Context: an optimization exercise on an open-source flow, tuned for small area, a short achievable clock period and few clock cycles per item. The choices shown serve that exercise and are no tape-out recipe. At most, simulation tests tie the RTL to the original design; equivalence was not proved. Power and IR drop assume default switching activity.

Setup of rev 12:
==> flow/design.v <==
module chard_lane (
    input  wire        clk,
    input  wire        rst,
    input  wire        cmd_valid,
    output wire        cmd_ready,
    input  wire        cmd_slot,       
    input  wire [63:0] cmd_seed,
    input  wire [63:0] cmd_index,      
    input  wire [15:0] cmd_epoch,      
    input  wire [9:0]  cmd_stream,     
    input  wire [15:0] cmd_op,         
    input  wire [63:0] cmd_pos,        
    input  wire [15:0] cmd_count,      
    output wire        out_valid,
    input  wire        out_ready,
    output wire [31:0] out_word,
    output wire [63:0] out_hash,       
    output wire        out_last,       
    output wire        out_wrap,       
    output wire        tbl_en,
    output wire [9:0]  tbl_addr_a,
    output wire [9:0]  tbl_addr_b,
    input  wire [31:0] tbl_data_a,
    input  wire [31:0] tbl_data_b
);
    localparam RPS = 1;                
    localparam NS  = 8 / RPS;          
    localparam J5  = 5 / RPS;          
    localparam [31:0] K6 = 32'h9E37_79B9;
    localparam [31:0] K7 = 32'h7F4A_7C15;
    wire adv = out_ready | ~out_valid;
    reg         pending;               
    reg         ready_r;               
    reg         g_busy;
    reg         g_slot;
    reg         g_first;
    reg  [63:0] g_pos;
    reg  [15:0] g_left;
    assign cmd_ready = ready_r;
    reg         g_last;                
    reg         g_wrap;                
    reg  [2:0]  g_ones;
    wire        g_c16 = g_ones[0];
    wire        g_c32 = g_ones[0] & g_ones[1];
    wire        g_c48 = g_ones[0] & g_ones[1] & g_ones[2];
    wire [63:0] g_next_pos = {g_pos[63:48] + {15'd0, g_c48 & ~g_slot},
                              g_pos[47:32] + {15'd0, g_c32},
                              g_pos[31:16] + {15'd0, g_c16},
                              g_pos[15:0] + 16'd1};
    wire [2:0]  g_next_ones = {g_c32 ? (g_pos[47:32] == 16'hFFFE) : g_ones[2],
                               g_c16 ? (g_pos[31:16] == 16'hFFFE) : g_ones[1],
                               g_pos[15:0] == 16'hFFFE};
    wire [2:0]  cmd_ones = {&cmd_pos[47:32], &cmd_pos[31:16], &cmd_pos[15:0]};
    wire take    = cmd_valid & ready_r;
    wire abort   = pending & ~cmd_valid;             
    wire vacc    = cmd_valid & ~pending & (~g_busy | (adv & g_last));
    wire        v  [0:NS+2];           
    wire        f  [0:NS+2];           
    wire        sp [0:NS+2];           
    wire        l  [0:NS+2];           
    wire        w  [0:NS+2];           
    assign v[0]  = g_busy;
    assign f[0]  = g_first;
    assign sp[0] = pending;
    assign l[0]  = g_last;
    assign w[0]  = g_wrap;
    wire keys_in = (J5 == 0) ? vacc : (adv & v[J5-1] & f[J5-1] & sp[J5-1]);
    always @(posedge clk) begin
        if (rst) begin
            pending <= 1'b0;
            ready_r <= 1'b0;
            g_busy  <= 1'b0;
        end else begin
            if (take | abort) begin
                pending <= 1'b0;
                ready_r <= 1'b0;
            end else begin
                if (vacc)
                    pending <= 1'b1;
                if (keys_in)
                    ready_r <= 1'b1;
            end
            if (abort)
                g_busy <= 1'b0;
            else if (vacc)
                g_busy <= 1'b1;
            else if (g_busy & adv & g_last)
                g_busy <= 1'b0;
        end
    end
    wire g_load = ~g_busy | g_last;
    always @(posedge clk) begin
        if (~g_busy | adv) begin
            g_slot  <= g_load ? cmd_slot : g_slot;
            g_first <= g_load;
            g_pos   <= g_load ? cmd_pos : g_next_pos;
            g_ones  <= g_load ? cmd_ones : g_next_ones;
            g_left  <= g_load ? cmd_count : g_left - 16'd1;
            g_last  <= g_load ? (cmd_count == 16'd1) : (g_left == 16'd2);
            g_wrap  <= g_load ? 1'b0 : (g_slot & g_c48);
        end
    end
    reg  [31:0] kb0, kb1, kb2, kb3;
    reg  [25:0] kb4;                   
    reg  [15:0] kb5;                   
    reg         kb5s;                  
    wire [31:0] k4 = {kb4[25:10], 6'd0, kb4[9:0]};
    wire [31:0] k5 = {6'd0, kb5s, ~kb5s, 8'h00, kb5};
    function kload;
        input integer i;
        begin
            if (i / RPS == 0) kload = ~g_busy | (adv & g_last);
            else kload = adv & v[i/RPS-1] & f[i/RPS-1] & sp[i/RPS-1];
        end
    endfunction
    always @(posedge clk) begin
        if (kload(0)) kb0 <= cmd_seed[31:0];
        if (kload(1)) kb1 <= cmd_seed[63:32];
        if (kload(2)) kb2 <= cmd_slot ? 32'd0 : cmd_index[31:0];
        if (kload(3)) kb3 <= cmd_slot ? 32'd0 : cmd_index[63:32];
        if (kload(4)) kb4 <= cmd_slot ? 26'd0 : {cmd_epoch, cmd_stream};
        if (kload(5)) begin
            kb5  <= cmd_slot ? 16'd0 : cmd_op;
            kb5s <= cmd_slot;
        end
    end
    function [31:0] key_of;
        input integer i;
        begin
            case (i)
                0: key_of = kb0;
                1: key_of = kb1;
                2: key_of = kb2;
                3: key_of = kb3;
                4: key_of = k4;
                5: key_of = k5;
                6: key_of = K6;
                default: key_of = K7;
            endcase
        end
    endfunction
    function [31:0] add32;
        input [31:0] x, y;
        reg   [31:0] p, g, pp, gg;
        integer i, d;
        begin
            p  = x ^ y;
            g  = x & y;
            pp = p;
            gg = g;
            for (d = 1; d < 32; d = d * 2)
                for (i = 2 * d - 1; i < 32; i = i + 2 * d) begin
                    gg[i] = gg[i] | (pp[i] & gg[i-d]);
                    pp[i] = pp[i] & pp[i-d];
                end
            for (d = 8; d >= 1; d = d / 2)
                for (i = 3 * d - 1; i < 32; i = i + 2 * d) begin
                    gg[i] = gg[i] | (pp[i] & gg[i-d]);
                    pp[i] = pp[i] & pp[i-d];
                end
            add32 = p ^ {gg[30:0], 1'b0};
        end
    endfunction
    function [63:0] round;
        input [31:0] a, b, k;
        reg   [31:0] s;
        begin
            s     = add32({a[7:0], a[31:8]}, b);
            round = {s ^ k, s ^ ({b[28:0], b[31:29]} ^ k)};
        end
    endfunction
    wire [31:0] sa [0:NS];             
    wire [31:0] sb [0:NS];
    assign sa[0] = g_pos[63:32];
    assign sb[0] = g_pos[31:0];
    genvar gs, gr;
    generate
        for (gs = 1; gs <= NS; gs = gs + 1) begin : st
            reg  [31:0] ra, rb;
            reg         rv, rf, rsp, rl, rw;
            wire [63:0] h [0:RPS];
            assign h[0] = {sa[gs-1], sb[gs-1]};
            for (gr = 0; gr < RPS; gr = gr + 1) begin : rn
                assign h[gr+1] = round(h[gr][63:32], h[gr][31:0],
                                       key_of((gs - 1) * RPS + gr));
            end
            always @(posedge clk) begin
                if (rst)
                    rv <= 1'b0;
                else if (adv)          
                    rv <= v[gs-1] & ~(abort & sp[gs-1]);
                else if (abort & rsp)
                    rv <= 1'b0;
                if (take)
                    rsp <= 1'b0;
                else if (adv)
                    rsp <= sp[gs-1];
            end
            always @(posedge clk)
                if (adv) begin
                    ra <= h[RPS][63:32];
                    rb <= h[RPS][31:0];
                    rf <= f[gs-1];
                    rl <= l[gs-1];
                    rw <= w[gs-1];
                end
            assign sa[gs] = ra;
            assign sb[gs] = rb;
            assign v[gs]  = rv;
            assign f[gs]  = rf;
            assign sp[gs] = rsp;
            assign l[gs]  = rl;
            assign w[gs]  = rw;
        end
    endgenerate
    reg  [31:0] t_a, t_b;
    reg  [31:0] o_word;
    reg  [63:0] o_hash;
    reg         t_v, t_l, t_w, o_v, o_l, o_w;
    assign tbl_en     = adv & v[NS];
    assign tbl_addr_a = sb[NS][9:0];
    assign tbl_addr_b = sb[NS][19:10];
    wire [63:0] tb_dbl = {tbl_data_b, tbl_data_b} << t_b[24:20];
    always @(posedge clk) begin
        if (rst) begin
            t_v <= 1'b0;
            o_v <= 1'b0;
        end else if (adv) begin
            t_v <= v[NS];
            o_v <= t_v;
        end
    end
    always @(posedge clk)
        if (adv) begin
            t_a    <= sa[NS];
            t_b    <= sb[NS];
            t_l    <= l[NS];
            t_w    <= w[NS];
            o_word <= tbl_data_a ^ tb_dbl[63:32] ^ t_a;
            o_hash <= {t_a, t_b};
            o_l    <= t_l;
            o_w    <= t_w;
        end
    assign out_valid = o_v;
    assign out_word  = o_word;
    assign out_hash  = o_hash;
    assign out_last  = o_l;
    assign out_wrap  = o_w;
endmodule
clock: 5.0 ns
lec_check: 0
cap_margin: 30
core_margin: 2
core_utilization: 40
cts_cluster_diameter: 80
cts_cluster_size: 20
setup_slack_margin: 2.3
slew_margin: 30
tns_end_percent: 5
standard.sh (not shown) runs the stock make flow with config.mk's settings and CLKGATE_MAP_FILE= SYNTH_SCRIPT=/design/flow/synth_recipe.tcl, a recipe that flattens the netlist after the stock synthesis.
==> flow/flow/run.sh <==
#!/bin/bash
# The standard layout (standard.sh), with two synthesis changes that touch
# only the combinational mapping (registers are mapped exactly as in the
# standard synthesis, before either step):
#  - abc maps with a delay target (flow/abc_speed.script) in place of the
#    stock speed script;
#  - no full/half-adder extraction (ADDER_MAP_FILE empty), so abc sees the
#    adders as plain logic.
# Everything else is ORFS's own scripts, unchanged.
set -euo pipefail
here=$(pwd)
rm -rf "$here/scripts"
cp -r "$FLOW_HOME/scripts" "$here/scripts"
cp "$here/flow/abc_speed.script" "$here/scripts/abc_speed.script"
export SCRIPTS_DIR="$here/scripts"
export ADDER_MAP_FILE=
export BUFFER_PORTS_ARGS="-buffer_cell sky130_fd_sc_hd__buf_1"
bash "$here/standard.sh" > "$here/standard.log" 2>&1
==> flow/flow/abc_speed.script <==
strash
dch -f
map -D 1400
buffer -c
topo
stime -c
upsize -c
dnsize -c
The flow did not stop early for rev 12: all stages ran, and the layout cleared the timing, DRC and antenna checks.
Testbench counts of rev 12, summed over its fixed seeds: cycles 24,293, items 23,934.
#### Input delta (rev 13 over rev 12)
--- a/flow/design.v
+++ b/flow/design.v
@@ -215,11 +215,13 @@
     endgenerate
     reg  [31:0] t_a, t_b;
     reg  [31:0] o_word;
     reg  [63:0] o_hash;
     reg         t_v, t_l, t_w, o_v, o_l, o_w;
-    assign tbl_en     = adv & v[NS];
+    reg         fresh;
+    reg  [31:0] d_word;
+    assign tbl_en     = v[NS];
     assign tbl_addr_a = sb[NS][9:0];
     assign tbl_addr_b = sb[NS][19:10];
     wire [63:0] tb_dbl = {tbl_data_b, tbl_data_b} << t_b[24:20];
     always @(posedge clk) begin
         if (rst) begin
@@ -228,17 +230,23 @@
         end else if (adv) begin
             t_v <= v[NS];
             o_v <= t_v;
         end
     end
+    wire [31:0] t_word = tbl_data_a ^ tb_dbl[63:32] ^ t_a;
+    always @(posedge clk) begin
+        fresh <= adv;
+        if (fresh)
+            d_word <= t_word;
+    end
     always @(posedge clk)
         if (adv) begin
             t_a    <= sa[NS];
             t_b    <= sb[NS];
             t_l    <= l[NS];
             t_w    <= w[NS];
-            o_word <= tbl_data_a ^ tb_dbl[63:32] ^ t_a;
+            o_word <= fresh ? t_word : d_word;
             o_hash <= {t_a, t_b};
             o_l    <= t_l;
             o_w    <= t_w;
         end
     assign out_valid = o_v;
Results
Taking rev 12 as the reference, in rev 13 TritonCTS sink count moved up, area of placed instances has increased, first-pass GRT wire length increased 3.3%, largest stage delay on the critical path has increased, number of global-route vias before repair now sits higher. Rev 12 gets by with fewer registers than rev 13. Rev 13 gives more multi-input gate count than rev 12 did. Share of total power in the clock network was lower in rev 13 than in rev 12. Final critical delay including setup and external delays, rev 12 and rev 13: smaller value in rev 12. Rev 13 has count of instances resized after the clock tree is built above what rev 12 had. On rev 13: weighted congestion at the end of routability-driven global placement is about 0.9% lower than what rev 12 gave.
For rev 13, only the layout was checked, not whether the RTL still works.

static timing again, ports no longer ideal:
The results above use ideal ports. As a check the final layouts listed here were re-extracted and re-timed, cells and wires unchanged.
Step 1 sets driving cells, clkbuf_16 on the clock port and buf_2 on the other inputs (assumed; they add their load-dependent delay and slew).
Step 2 adds t to the input delays and takes it off the output delays; t is the mean of the earliest and latest rising clock arrival at the registers after step 1. Input paths then give back, and output paths get back, about the clock's delay inside the block.
Three values: ideal, step 1, step 2; two values: the first two.
run	shift t [ns]	slack for setup (ns)	slew at the worst register clock pin (ns)
rev 12	0.734	2.253 / 2.227 / 1.677	0.09 / 0.09
rev 13	0.736	2.189 / 2.201 / 1.501	0.09 / 0.09
After both steps every run listed still meets setup and hold. The setup slack of rev 13, which loses most, moves by +0.012 ns with the drivers and by -0.688 ns with both steps.
